Background: an optimization exercise with open tools, aiming at small area, a short achievable clock period and few clock cycles per item. Do not read the settings as production practice. Where RTL was checked, it was by simulation tests only, not by an equivalence proof against the original.

== before ==
==> flow/design.v <==
module stream_filter (
    input  wire        clk,
    input  wire        rst,          
    input  wire        cfg_we,
    input  wire [31:0] cfg_wdata,
    output wire [31:0] cfg_rdata,
    output reg         cfg_err,
    input  wire        in_valid,
    input  wire [31:0] in_data,
    output wire        in_ready,
    output reg         out_valid,
    output reg  [31:0] out_val,
    output reg         out_emit
);
    localparam [2:0] F_NONE = 3'd0,
                     F_AVG  = 3'd1,
                     F_MED3 = 3'd2,
                     F_IIR  = 3'd3;
    localparam NST = 4;
    function integer nsteps(input integer s);
        nsteps = (s == 1) ? 7 : 8;
    endfunction
    function [37:0] add38(input [37:0] a, input [37:0] b, input ci);
        reg c;
        integer i;
        begin
            c = ci;
            for (i = 0; i < 38; i = i + 1) begin
                add38[i] = a[i] ^ b[i] ^ c;
                c = (a[i] & b[i]) | (a[i] & c) | (b[i] & c);
            end
        end
    endfunction
    function ge32(input [31:0] a, input [31:0] b);
        reg [31:0] p, q;
        reg c;
        integer i;
        begin
            p = a ^ 32'h8000_0000;
            q = ~(b ^ 32'h8000_0000);
            c = 1'b1;
            for (i = 0; i < 32; i = i + 1)
                c = (p[i] & q[i]) | (p[i] & c) | (q[i] & c);
            ge32 = c;
        end
    endfunction
    reg [2:0] filter;
    reg [6:0] param;
    reg [7:0] decim;
    reg       bat_en;
    reg       policy;
    assign cfg_rdata = {6'd0, policy, bat_en, decim, 1'b0, param, 5'd0, filter};
    wire [2:0] w_filter = cfg_wdata[2:0];
    wire [6:0] w_param  = cfg_wdata[14:8];
    wire [7:0] w_decim  = cfg_wdata[23:16];
    wire p_zero  = (w_param == 7'd0);
    wire p_avg   = w_param[6] ? (w_param[5:0] == 6'd0) : (w_param[5:1] != 5'd0);
    wire p_iir   = (w_param[6:4] == 3'd0) && !p_zero;
    wire w_ok    = (w_decim != 8'd0) && !w_filter[2] &&
                   (w_filter[0] ? (w_filter[1] ? p_iir : p_avg) : p_zero);
    wire cfg_take = cfg_we && w_ok;
    always @(posedge clk) begin
        if (rst) begin
            filter  <= F_NONE;
            param   <= 7'd0;
            decim   <= 8'd1;
            bat_en  <= 1'b0;
            policy  <= 1'b0;
            cfg_err <= 1'b0;
        end else begin
            cfg_err <= cfg_we && !w_ok;
            if (cfg_take) begin
                filter <= w_filter;
                param  <= w_param;
                decim  <= w_decim;
                bat_en <= cfg_wdata[24];
                policy <= cfg_wdata[25];
            end
        end
    end
    reg  [2:0] c_filter;
    reg  [6:0] c_param;
    reg  [7:0] c_decim;
    always @(posedge clk) begin
        c_filter <= filter;
        c_param  <= param;
        c_decim  <= decim;
    end
    wire       f_avg  = (c_filter == F_AVG);
    wire       f_med  = (c_filter == F_MED3);
    wire       f_iir  = (c_filter == F_IIR);
    wire [5:0] ring_m = f_avg ? c_param[5:0] - 6'd1 : f_med ? 6'd3 : 6'd0;    
    wire [6:0] cap    = f_avg ? c_param : 7'd3;  
    wire [3:0] kk     = c_param[3:0];            
    reg  [5:0] rot;                  
    reg        nrdy;                 
    reg        rdy_o;                
    assign in_ready = rdy_o;
    wire take = in_valid && !nrdy;   
    reg  [31:0] r0;
    reg  [31:0] s1  [0:0];
    reg  [31:0] s2  [0:1];
    reg  [31:0] s4  [0:3];
    reg  [31:0] s8  [0:7];
    reg  [31:0] s16 [0:15];
    reg  [31:0] s32 [0:31];
    wire [31:0] o1 = ring_m[0] ? s1[0]   : r0;
    wire [31:0] o2 = ring_m[1] ? s2[1]   : o1;
    wire [31:0] o3 = ring_m[2] ? s4[3]   : o2;
    wire [31:0] o4 = ring_m[3] ? s8[7]   : o3;
    wire [31:0] o5 = ring_m[4] ? s16[15] : o4;
    wire [31:0] o6 = ring_m[5] ? s32[31] : o5;    
    integer i;
    always @(posedge clk) begin
        r0     <= take ? in_data : o6;
        s1[0]  <= r0;
        s2[0]  <= o1;
        s4[0]  <= o2;
        s8[0]  <= o3;
        s16[0] <= o4;
        s32[0] <= o5;
        s2[1]  <= s2[0];
        for (i = 1; i < 4;  i = i + 1) s4[i]  <= s4[i-1];
        for (i = 1; i < 8;  i = i + 1) s8[i]  <= s8[i-1];
        for (i = 1; i < 16; i = i + 1) s16[i] <= s16[i-1];
        for (i = 1; i < 32; i = i + 1) s32[i] <= s32[i-1];
    end
    reg clr;                         
    wire [5:0] rot_nxt = (take || rot >= ring_m) ? 6'd0 : rot + 6'd1;
    wire       rdy_nxt = (rot_nxt == 6'd0);
    wire       rdy_d   = rdy_nxt || rst || clr;
    always @(posedge clk) begin
        rot   <= (rst || clr) ? 6'd0 : rot_nxt;
        nrdy  <= !(rdy_d || cfg_take);
        rdy_o <= rdy_d || cfg_take;
    end
    reg                v1;           
    reg  [6:0]         ncnt;         
    reg  [37:0]        acc;          
    reg  [7:0]         dcnt;         
    reg                bc;           
    always @(posedge clk) begin
        if (rst)
            v1 <= 1'b0;
        else
            v1 <= take;
        clr <= rst || cfg_take;
    end
    wire [31:0] x     = r0;
    wire [37:0] x38   = {{6{x[31]}}, x};
    wire        full  = (ncnt == cap);
    wire        first = (ncnt == 7'd1);
    reg         ci_iir;          
    always @(posedge clk)
        ci_iir <= (filter == F_IIR);
    wire [37:0] sum   = add38(x38, acc, ci_iir);
    wire [3:0]  sh    = first ? 4'd0 : kk;
    wire [32:0] st0   = sum[32:0];
    wire [32:0] st1   = sh[0] ? {st0[32],      st0[32:1]} : st0;
    wire [32:0] st2   = sh[1] ? {{2{st1[32]}}, st1[32:2]} : st1;
    wire [32:0] st3   = sh[2] ? {{4{st2[32]}}, st2[32:4]} : st2;
    wire [32:0] st4   = sh[3] ? {{8{st3[32]}}, st3[32:8]} : st3;
    wire [37:0] minu  = f_iir ? acc : sum;
    wire [37:0] subt  = f_iir ? {{5{st4[32]}}, st4} : (full ? {{6{o6[31]}}, o6} : 38'd0);
    wire [37:0] nacc  = add38(minu, ~subt, 1'b1);
    wire [31:0] b  = s1[0];
    wire [31:0] c  = s2[0];
    wire        ab = ge32(x, b);
    wire        ac = ge32(x, c);
    wire        lt2 = (ncnt[6:2] == 5'd0) && !(ncnt[1] && ncnt[0]);    
    wire [31:0] med = (!f_med || lt2 || ab != ac) ? x : (bc == ab) ? b : c;
    wire [37:0] sumr  = add38(sum, {31'd0, ncnt - 7'd1}, 1'b0);
    wire [31:0] y     = f_iir ? ~nacc[31:0] : med;
    wire [37:0] w     = f_avg ? (sum[37] ? sumr : sum) : {{6{y[31]}}, y};
    wire [6:0]  den   = f_avg ? ncnt : 7'd1;
    wire emit_now = (dcnt + 8'd1 == c_decim);
    always @(posedge clk) begin
        if (clr) begin
            ncnt <= 7'd1;
            acc  <= 38'd0;
            dcnt <= 8'd0;
        end else if (v1) begin
            if (!full)
                ncnt <= ncnt + 7'd1;
            acc  <= nacc;
            dcnt <= emit_now ? 8'd0 : dcnt + 8'd1;
        end
        if (v1)
            bc <= ab;
    end
    function [36:0] steps;           
        input [5:0]  rem;
        input [30:0] w;              
        input [6:0]  nb;             
        input        ng;             
        input integer k;
        reg   [6:0]  t, d, gn, pr;
        reg   [7:0]  cy;
        integer j, i;
        begin
            for (j = 0; j < k; j = j + 1) begin
                t     = {rem, w[30]};
                gn    = t & nb;
                pr    = t ^ nb;
                cy[0] = 1'b1;
                for (i = 0; i < 7; i = i + 1)
                    cy[i+1] = gn[i] | (pr[i] & cy[i]);
                d = pr ^ cy[6:0];
                w   = {w[29:0], cy[7] ^ ng};
                rem = cy[7] ? d[5:0] : t[5:0];
            end
            steps = {rem, w};
        end
    endfunction
    reg        dv [1:NST];
    reg  [5:0] dr [1:NST];
    reg [30:0] dw [1:NST];
    reg  [6:0] dn [1:NST];
    reg        dg [1:NST];           
    reg        de [1:NST];           
    always @(posedge clk) begin
        if (rst)
            dv[1] <= 1'b0;
        else
            dv[1] <= v1;
        {dr[1], dw[1]} <= w[36:0];
        dn[1] <= ~den;
        dg[1] <= w[37];
        de[1] <= emit_now && bat_en;
    end
    genvar g;
    generate
        for (g = 2; g <= NST; g = g + 1) begin : stage
            wire [36:0] s = (g == 2) ? steps(dr[1] ^ {6{dg[1]}}, dw[1] ^ {31{dg[1]}}, dn[1], dg[1], nsteps(1))
                                     : steps(dr[g-1], dw[g-1], dn[g-1], dg[g-1], nsteps(g-1));
            always @(posedge clk) begin
                if (rst)
                    dv[g] <= 1'b0;
                else
                    dv[g] <= dv[g-1];
                {dr[g], dw[g]} <= s;
                dn[g] <= dn[g-1];
                dg[g] <= dg[g-1];
                de[g] <= de[g-1];
            end
        end
    endgenerate
    wire [36:0] sl  = steps(dr[NST], dw[NST], dn[NST], dg[NST], nsteps(NST));
    wire [31:0] res = {dg[NST], sl[30:0]};
    always @(posedge clk) begin
        if (rst) begin
            out_valid <= 1'b0;
            out_val   <= 32'd0;
            out_emit  <= 1'b0;
        end else begin
            out_valid <= dv[NST];
            out_emit  <= dv[NST] && de[NST];
            if (dv[NST])
                out_val <= res;
        end
    end
endmodule
clock: 120.0 ns
lec_check: 0
abc_area: 1
cap_margin: 20
core_margin: 2
core_utilization: 60
cts_buf_list: sky130_fd_sc_hd__clkbuf_8
cts_cluster_diameter: 50
cts_cluster_size: 16
place_density: 0.75
slew_margin: 70
run.sh (not shown) runs the stock make flow with config.mk's settings and CLKGATE_MAP_FILE= SYNTH_SCRIPT=/design/flow/synth_recipe.tcl, a recipe that flattens the netlist after the stock synthesis.
Testbench counts of before, summed over its fixed seeds: cycles 17,431, items 17,303.
diff inputs: before => after
diff --git a/flow/design.v b/flow/design.v
--- a/flow/design.v
+++ b/flow/design.v
@@ -169,10 +169,11 @@
     wire        ac = ge32(x, c);
     wire        lt2 = (ncnt[6:2] == 5'd0) && !(ncnt[1] && ncnt[0]);    
     wire [31:0] med = (!f_med || lt2 || ab != ac) ? x : (bc == ab) ? b : c;
-    wire [37:0] sumr  = add38(sum, {31'd0, ncnt - 7'd1}, 1'b0);
+    wire [5:0]  nm1   = ncnt[5:0] - 6'd1;        
+    wire [37:0] sumr  = add38(sum, {32'd0, nm1}, 1'b0);
     wire [31:0] y     = f_iir ? ~nacc[31:0] : med;
     wire [37:0] w     = f_avg ? (sum[37] ? sumr : sum) : {{6{y[31]}}, y};
-    wire [6:0]  den   = f_avg ? ncnt : 7'd1;
+    wire [5:0]  dm1   = f_avg ? nm1 : 6'd0;      
     wire emit_now = (dcnt + 8'd1 == c_decim);
     always @(posedge clk) begin
         if (clr) begin
@@ -191,18 +192,19 @@
     function [36:0] steps;           
         input [5:0]  rem;
         input [30:0] w;              
-        input [6:0]  nb;             
+        input [5:0]  nm;             
         input        ng;             
         input integer k;
-        reg   [6:0]  t, d, gn, pr;
+        reg   [6:0]  t, d, gn, pr, nb;
         reg   [7:0]  cy;
         integer j, i;
         begin
             for (j = 0; j < k; j = j + 1) begin
                 t     = {rem, w[30]};
+                nb    = {1'b1, nm};
                 gn    = t & nb;
                 pr    = t ^ nb;
-                cy[0] = 1'b1;
+                cy[0] = 1'b0;
                 for (i = 0; i < 7; i = i + 1)
                     cy[i+1] = gn[i] | (pr[i] & cy[i]);
                 d = pr ^ cy[6:0];
@@ -215,7 +217,7 @@
     reg        dv [1:NST];
     reg  [5:0] dr [1:NST];
     reg [30:0] dw [1:NST];
-    reg  [6:0] dn [1:NST];
+    reg  [5:0] dn [1:NST];
     reg        dg [1:NST];           
     reg        de [1:NST];           
     always @(posedge clk) begin
@@ -224,7 +226,7 @@
         else
             dv[1] <= v1;
         {dr[1], dw[1]} <= w[36:0];
-        dn[1] <= ~den;
+        dn[1] <= ~dm1;
         dg[1] <= w[37];
         de[1] <= emit_now && bat_en;
     end
[summary]
- Result: PASS for each of before and after
- before and after ended up with nearly the same post-route cell area.
- Going from before to after, worst setup slack grows by 0.092 ns.
- Going from before to after, the instance count after placement with tap cells included was found to have gone down by 115.
- after: arrival time at the worst endpoint is 0.09 ns lower than what before reported.
- The initial core utilization was comparable across before and after.
- Sum of met3 wire segment lengths after detailed routing of after exceeds that of before by more than a quarter.
- after vs. before: total iterations of the first detailed-routing run went up by 1.
- On sequential cell count, before and after are neck and neck.
For after, only the layout was checked, not whether the RTL still works.

==> re-timing with driven ports <==
How much do the figures lean on ideal ports? The routed layouts below were timed once more, with nothing changed but the port constraints.
Step 1: set_driving_cell puts a clkbuf_16 on clk and a buf_2 on each other input, an assumption about the parent block.
Step 2, shift: input delay + t, output delay - t, t = (earliest + latest rising clock arrival at the registers) / 2. This alone moves slack from input paths to output paths.
a / b / c = ideal / step 1 / step 2; a / b = the first two.
run	t, ns	slack for setup (ns)	worst slew at a driven data input, ns	cell pins on the clock port's net
before	0.922	94.046 / 93.975 / 93.244	0.06	1
after	0.942	94.138 / 94.071 / 93.506	0.06	1
After both steps every run listed still meets setup and hold. For before, which loses most, drivers alone change the setup slack by -0.071 ns; drivers and shift together by -0.802 ns.
